Context: an optimization exercise on an open-source flow, tuned for small area, a short achievable clock period and few clock cycles. The choices shown serve that exercise and are no tape-out recipe. In this exercise RTL edits were held to simulation tests only and were not proved equivalent to the original. The clock port is modelled as an ideal driver, which makes a skipped or thinned clock tree look cheaper than it is; a real chip needs a root buffer or a tree.

the previous run:
## lc_decoder
module lc_decoder (
    input  wire         clk,
    input  wire         rst,         
    input  wire         in_valid,
    output wire         in_ready,
    input  wire [39:0]  in_beat,     
    input  wire [36:0]  in_dda,      
    output reg          out_valid,
    output reg  [2:0]   out_status,
    output reg  [3:0]   out_dev,
    output wire [511:0] out_data
);
Settings: LEC_CHECK=0, CAP_MARGIN=20, CORE_MARGIN=2, CORE_UTILIZATION=55, PLACE_DENSITY=0.65, SETUP_SLACK_MARGIN=5, SLEW_MARGIN=20; clock period 10.0 ns.
run.sh (not shown) runs the stock make flow with config.mk's settings and CLKGATE_MAP_FILE= SYNTH_SCRIPT=/design/flow/synth_recipe.tcl, a recipe that flattens the netlist after the stock synthesis.
Testbench counts of the previous run, summed over its fixed seeds: cycles 40,896.
Input-level comparison between the current run and the previous run:
--- a/flow/config.mk
+++ b/flow/config.mk
@@ -12 +11,0 @@
-export SETUP_SLACK_MARGIN = 5
## What came out
- Time the worst path needs with I/O delays and setup came out exactly the same in the previous run and the current run.
- Total routed wirelength came out exactly the same in the previous run and the current run.
- Diff the current run..the previous run | global-route wire length before repair | unchanged
- Reported for the previous run and the current run, pre-CTS setup slack turned out identical to the last digit.
- Portion of the layout cell area used by non-clock buffers across the previous run and the current run: no real change.
- Summary of the current run over the previous run: global-route total usage across every layer neither gained nor lost much; total number of cells along the worst setup path neither gained nor lost much; floorplan row count neither gained nor lost much.

* * *

lc_decoder, a different RTL version from the one above (not shown whole).
Size: ~8000 cells after synthesis, roughly 1600 flip-flops, roughly 600 I/O pins, about 81000 um^2 of cells after synthesis.
clock: 10.0 ns
lec_check: 0
cap_margin: 20
core_margin: 2
core_utilization: 55
cts_cluster_diameter: 60
cts_cluster_size: 30
place_density: 0.65
slew_margin: 20
standard.sh (not shown) runs the stock make flow with config.mk's settings and CLKGATE_MAP_FILE= SYNTH_SCRIPT=/design/flow/synth_recipe.tcl, a recipe that flattens the netlist after the stock synthesis.
==> flow/flow/run.sh <==
#!/bin/bash
# Own layout flow: the standard ORFS flow (standard synthesis included), with
# timing repair aimed past the 10 ns constraint and plain buffers on the ports.
set -euo pipefail
bash standard.sh \
  "SETUP_SLACK_MARGIN=6.6" \
  "BUFFER_PORTS_ARGS=-buffer_cell sky130_fd_sc_hd__buf_2" \
  finish > flow_make.log 2>&1
The baseline went through all stages and came out clean.
Testbench counts at the start, summed over its fixed seeds: cycles 40,896.
Rerun with:
--- a/flow/flow/run.sh
+++ b/flow/flow/run.sh
@@ -4,5 +4,5 @@
 set -euo pipefail
 bash standard.sh \
-  "SETUP_SLACK_MARGIN=6.6" \
+  "SETUP_SLACK_MARGIN=${LC_SETUP_MARGIN:-7}" \
   "BUFFER_PORTS_ARGS=-buffer_cell sky130_fd_sc_hd__buf_2" \
   finish > flow_make.log 2>&1
--- a/flow/config.mk
+++ b/flow/config.mk
@@ -9,6 +9,4 @@
 export CORE_MARGIN = 2
 export CORE_UTILIZATION = 55
-export CTS_CLUSTER_DIAMETER = 60
-export CTS_CLUSTER_SIZE = 30
 export PLACE_DENSITY = 0.65
 export SLEW_MARGIN = 20
The changed run passed the timing, design-rule and antenna checks.
Setup slack is better by 0.021 ns.
Sequential cell count does not change.
Wire length climbs by 8.9%.
Via count went up by 8.2%.
Die area stays the same.
Sequential share of layout area drops by 3.6 points.
Cell area rose by 11%.
Critical path depth does not change.
Register-to-register slack improved by 0.32 ns.

* * *

AL:
Another version of the RTL of lc_decoder (not shown whole).
For scale: roughly 7800 cells after synthesis, ~76000 sq um of cells after synthesis.
Settings: LEC_CHECK=0, CAP_MARGIN=20, CORE_MARGIN=2, CORE_UTILIZATION=55, PLACE_DENSITY=0.65, SLEW_MARGIN=20; clock period 10.0 ns.
==> flow/flow/run.sh <==
#!/bin/bash
# Own layout flow: the standard ORFS flow (standard synthesis, floorplan,
# placement, routing), except that the clock tree is built by flow/mycts.tcl
# (clock port -> 4 root buffers -> leaf buffers -> flip-flop clusters), timing
# repair aims past the 10 ns constraint, and the ports get plain buffers.
set -euo pipefail
export MYCTS_LEAF_MAX=24
EXTRA=("SETUP_SLACK_MARGIN=6.9" "BUFFER_PORTS_ARGS=-buffer_cell sky130_fd_sc_hd__buf_1")
bash standard.sh "${EXTRA[@]}" place > flow_place.log 2>&1
bash standard.sh "${EXTRA[@]}" "RUN_SCRIPT=$PWD/flow/mycts.tcl" RUN_LOG_NAME_STEM=4_1_mycts run > flow_cts.log 2>&1
bash standard.sh "${EXTRA[@]}" finish > flow_finish.log 2>&1
==> flow/flow/mycts.tcl <==
# Two-level clock tree built by hand: the clock port drives a few root buffers,
# each root drives leaf buffers, each leaf drives a compact cluster of flip-flops.
# Replaces ORFS's cts step (same post-CTS repair as cts.tcl).
source $::env(SCRIPTS_DIR)/load.tcl
erase_non_stage_variables cts
load_design 3_place.odb 3_place.sdc

set leaf_max  [expr {[info exists ::env(MYCTS_LEAF_MAX)] ? $::env(MYCTS_LEAF_MAX) : 20}]
set n_roots   [expr {[info exists ::env(MYCTS_ROOTS)] ? $::env(MYCTS_ROOTS) : 4}]
set leaf_cell [expr {[info exists ::env(MYCTS_LEAF_CELL)] ? $::env(MYCTS_LEAF_CELL) : "sky130_fd_sc_hd__clkbuf_16"}]
set root_cell [expr {[info exists ::env(MYCTS_ROOT_CELL)] ? $::env(MYCTS_ROOT_CELL) : "sky130_fd_sc_hd__clkbuf_16"}]

set db [ord::get_db]
set block [ord::get_db_block]
set clknet [$block findNet clk]

# split a list of {obj x y} in two parts (sizes in ratio k1 : n-k1) along its wider side
proc split2 {items {frac 0.5}} {
  set xs {}; set ys {}
  foreach it $items { lappend xs [lindex $it 1]; lappend ys [lindex $it 2] }
  set xs [lsort -integer $xs]; set ys [lsort -integer $ys]
  set dx [expr {[lindex $xs end] - [lindex $xs 0]}]
  set dy [expr {[lindex $ys end] - [lindex $ys 0]}]
  set k [expr {$dx >= $dy ? 1 : 2}]
  set s [lsort -integer -index $k $items]
  set h [expr {int(round([llength $s] * $frac))}]
  return [list [lrange $s 0 [expr {$h - 1}]] [lrange $s $h end]]
}
# cut into ceil(n / maxn) compact clusters of nearly equal size
proc bisect {items maxn} {
  set n [llength $items]
  if {$n <= $maxn} { return [list $items] }
  set k [expr {($n + $maxn - 1) / $maxn}]
  set k1 [expr {$k / 2}]
  lassign [split2 $items [expr {double($k1) / $k}]] a b
  return [concat [bisect $a $maxn] [bisect $b $maxn]]
}
proc centroid {items} {
  set sx 0; set sy 0
  foreach it $items { set sx [expr {$sx + [lindex $it 1]}]; set sy [expr {$sy + [lindex $it 2]}] }
  set n [llength $items]
  return [list [expr {$sx / $n}] [expr {$sy / $n}]]
}

set sinks {}
foreach it [$clknet getITerms] {
  set inst [$it getInst]
  set bb [$inst getBBox]
  lappend sinks [list $it [expr {([$bb xMin] + [$bb xMax]) / 2}] [expr {([$bb yMin] + [$bb yMax]) / 2}]]
}
puts "mycts: [llength $sinks] clock sinks"

set clusters [bisect $sinks $leaf_max]
puts "mycts: [llength $clusters] leaf clusters"

set lmaster [$db findMaster $leaf_cell]
set rmaster [$db findMaster $root_cell]
set leaves {}
set i 0
foreach cl $clusters {
  lassign [centroid $cl] cx cy
  set inst [odb::dbInst_create $block $lmaster "mycts_leaf_$i"]
  $inst setLocation $cx $cy
  $inst setPlacementStatus PLACED
  set net [odb::dbNet_create $block "mycts_leafnet_$i"]
  $net setSigType CLOCK
  [$inst findITerm X] connect $net
  foreach s $cl {
    set it [lindex $s 0]
    $it disconnect
    $it connect $net
  }
  lappend leaves [list $inst $cx $cy]
  incr i
}

# group the leaves under the roots
set groups [list $leaves]
while {[llength $groups] < $n_roots} {
  set ng {}
  foreach g $groups { lassign [split2 $g] a b; lappend ng $a $b }
  set groups $ng
}
set i 0
foreach g $groups {
  lassign [centroid $g] cx cy
  set inst [odb::dbInst_create $block $rmaster "mycts_root_$i"]
  $inst setLocation $cx $cy
  $inst setPlacementStatus PLACED
  set net [odb::dbNet_create $block "mycts_rootnet_$i"]
  $net setSigType CLOCK
  [$inst findITerm X] connect $net
  [$inst findITerm A] connect $clknet
  foreach l $g { [[lindex $l 0] findITerm A] connect $net }
  incr i
}
$clknet setSigType CLOCK
global_connect

set_placement_padding -global \
  -left $::env(CELL_PAD_IN_SITES_DETAIL_PLACEMENT) \
  -right $::env(CELL_PAD_IN_SITES_DETAIL_PLACEMENT)
detailed_placement
set_propagated_clock [all_clocks]
estimate_parasitics -placement
report_clock_skew
repair_timing_helper
detailed_placement
check_placement -verbose
estimate_parasitics -placement
report_clock_skew
report_worst_slack -max
report_worst_slack -min

orfs_write_db $::env(RESULTS_DIR)/4_1_cts.odb
orfs_write_sdc $::env(RESULTS_DIR)/4_cts.sdc
Looking at the reports, AL completed the entire flow and the layout it produced met the timing, design-rule and antenna checks.
Testbench counts of AL, summed over its fixed seeds: cycles 40,896.
> inputs changed (AL -> PW)
- changing PLACE_DENSITY from 0.65 to 0.75
- changing CORE_UTILIZATION from 55 to 65
diff --git a/flow/flow/run.sh b/flow/flow/run.sh
--- a/flow/flow/run.sh
+++ b/flow/flow/run.sh
@@ -6,3 +6,2 @@
 set -euo pipefail
-export MYCTS_LEAF_MAX=24
 EXTRA=("SETUP_SLACK_MARGIN=6.9" "BUFFER_PORTS_ARGS=-buffer_cell sky130_fd_sc_hd__buf_1")
[summary]
- Re routed wire length: AL was higher than PW.
- Summary: fmax, PW worse than AL
- Looking at signed area change from the synthesized netlist to the final layout across AL and PW, the one that comes out higher is AL.
- Taking AL as the reference point, the fraction of layout instances using a drive strength above 1 of PW falls by 1.0 points.
In every run of this note, the design's own scripts or RTL, not TritonCTS, make the clock network.

* * *

Starting RTL as in the previous note.
==> flow/config.mk <==
export PLATFORM = sky130hd
export DESIGN_NAME = lc_decoder
export DESIGN_NICKNAME = lc_decoder
export VERILOG_FILES = /design/flow/design.v
export SDC_FILE = /design/flow/constraint.sdc
export NUM_CORES = 8
export LEC_CHECK = 0
export CAP_MARGIN = 20
export CORE_MARGIN = 2
export CORE_UTILIZATION = 55
export GPL_ROUTABILITY_DRIVEN = 0
export PLACE_DENSITY = 0.65
export SLEW_MARGIN = 20
==> flow/constraint.sdc <==
create_clock -name core_clock -period 10.0 [get_ports {clk}]
set_input_delay 2.0000 -clock core_clock [delete_from_list [all_inputs] [get_ports {clk}]]
set_output_delay 2.0000 -clock core_clock [all_outputs]
set_load 0.01 [all_outputs]
==> flow/flow/run.sh <==
#!/bin/bash
# Own layout flow: the standard ORFS flow (standard synthesis, floorplan,
# placement, routing), except that the clock tree is built by flow/mycts.tcl
# (clock port -> 4 root buffers -> leaf buffers -> flip-flop clusters), timing
# repair aims past the 10 ns constraint, and the ports get plain buffers.
set -euo pipefail
EXTRA=("SETUP_SLACK_MARGIN=6.9" "BUFFER_PORTS_ARGS=-buffer_cell sky130_fd_sc_hd__buf_1")
bash standard.sh "${EXTRA[@]}" place > flow_place.log 2>&1
bash standard.sh "${EXTRA[@]}" "RUN_SCRIPT=$PWD/flow/mycts.tcl" RUN_LOG_NAME_STEM=4_1_mycts run > flow_cts.log 2>&1
bash standard.sh "${EXTRA[@]}" finish > flow_finish.log 2>&1
Scripts as last shown in full above: flow/flow/mycts.tcl
The first run completed with no timing, DRC or antenna violations.
Testbench counts at the start, summed over its fixed seeds: cycles 40,896.
Change:
GPL_ROUTABILITY_DRIVEN = not set   (was 0)
What happened: The new run produced a clean layout. Maximum frequency barely changes. First-iteration DRC count fell by 6.5%. Worst hold slack degrades by 0.015 ns. Critical path depth falls by 1. Flip-flop and latch count does not change. Wire length went up by 6.0%. Sequential share of layout area went down by 0.48 points. Via count is higher by 0.68%. Final area came out higher by 1.4%.
No run of this note takes its clock network from TritonCTS; it comes from the design's own scripts or RTL.

-- port drivers added, routing unchanged --
How much do the figures lean on ideal ports? The routed layouts below were timed once more, with nothing changed but the port constraints. Step 1 sets driving cells, clkbuf_16 on the clock port and buf_2 on the other inputs (assumed; they add their load-dependent delay and slew). Step 2 moves the port delays by t, midway between the first and last clock arrival at a register: inputs arrive t later, outputs are due t later. That takes back most of the time a late clock gives input paths. a / b / c = ideal ports / drivers / drivers and shift; a / b = the first two.
| run | t (ns) | setup slack, ns | hold slack, ns | slew at the worst register clock pin (ns) |
|---|---|---|---|---|
| the previous run | 0.906 | 6.056 / 5.967 / 6.390 | 0.331 / 0.331 / 0.331 | 0.07 / 0.07 |
| the current run | 0.906 | 6.056 / 5.967 / 6.390 | 0.331 / 0.331 / 0.331 | 0.07 / 0.07 |
| the first run of note 2 | 0.853 | 6.621 / 6.533 / 6.649 | 0.364 / 0.364 / 0.364 | 0.10 / 0.10 |
| the second run of note 2 | 0.904 | 6.642 / 6.559 / 6.685 | 0.350 / 0.350 / 0.350 | 0.07 / 0.07 |
| AL | 0.675 | 6.762 / 6.736 / 6.762 | 0.394 / 0.393 / 0.393 | 0.11 / 0.11 |
| PW | 0.697 | 6.725 / 6.723 / 6.725 | 0.384 / 0.384 / 0.384 | 0.10 / 0.10 |
| the first run of note 4 | 0.709 | 6.802 / 6.727 / 6.802 | 0.410 / 0.410 / 0.410 | 0.12 / 0.12 |
| the second run of note 4 | 0.704 | 6.798 / 6.732 / 6.798 | 0.395 / 0.396 / 0.396 | 0.11 / 0.11 |
After both steps every run listed still meets setup and hold.
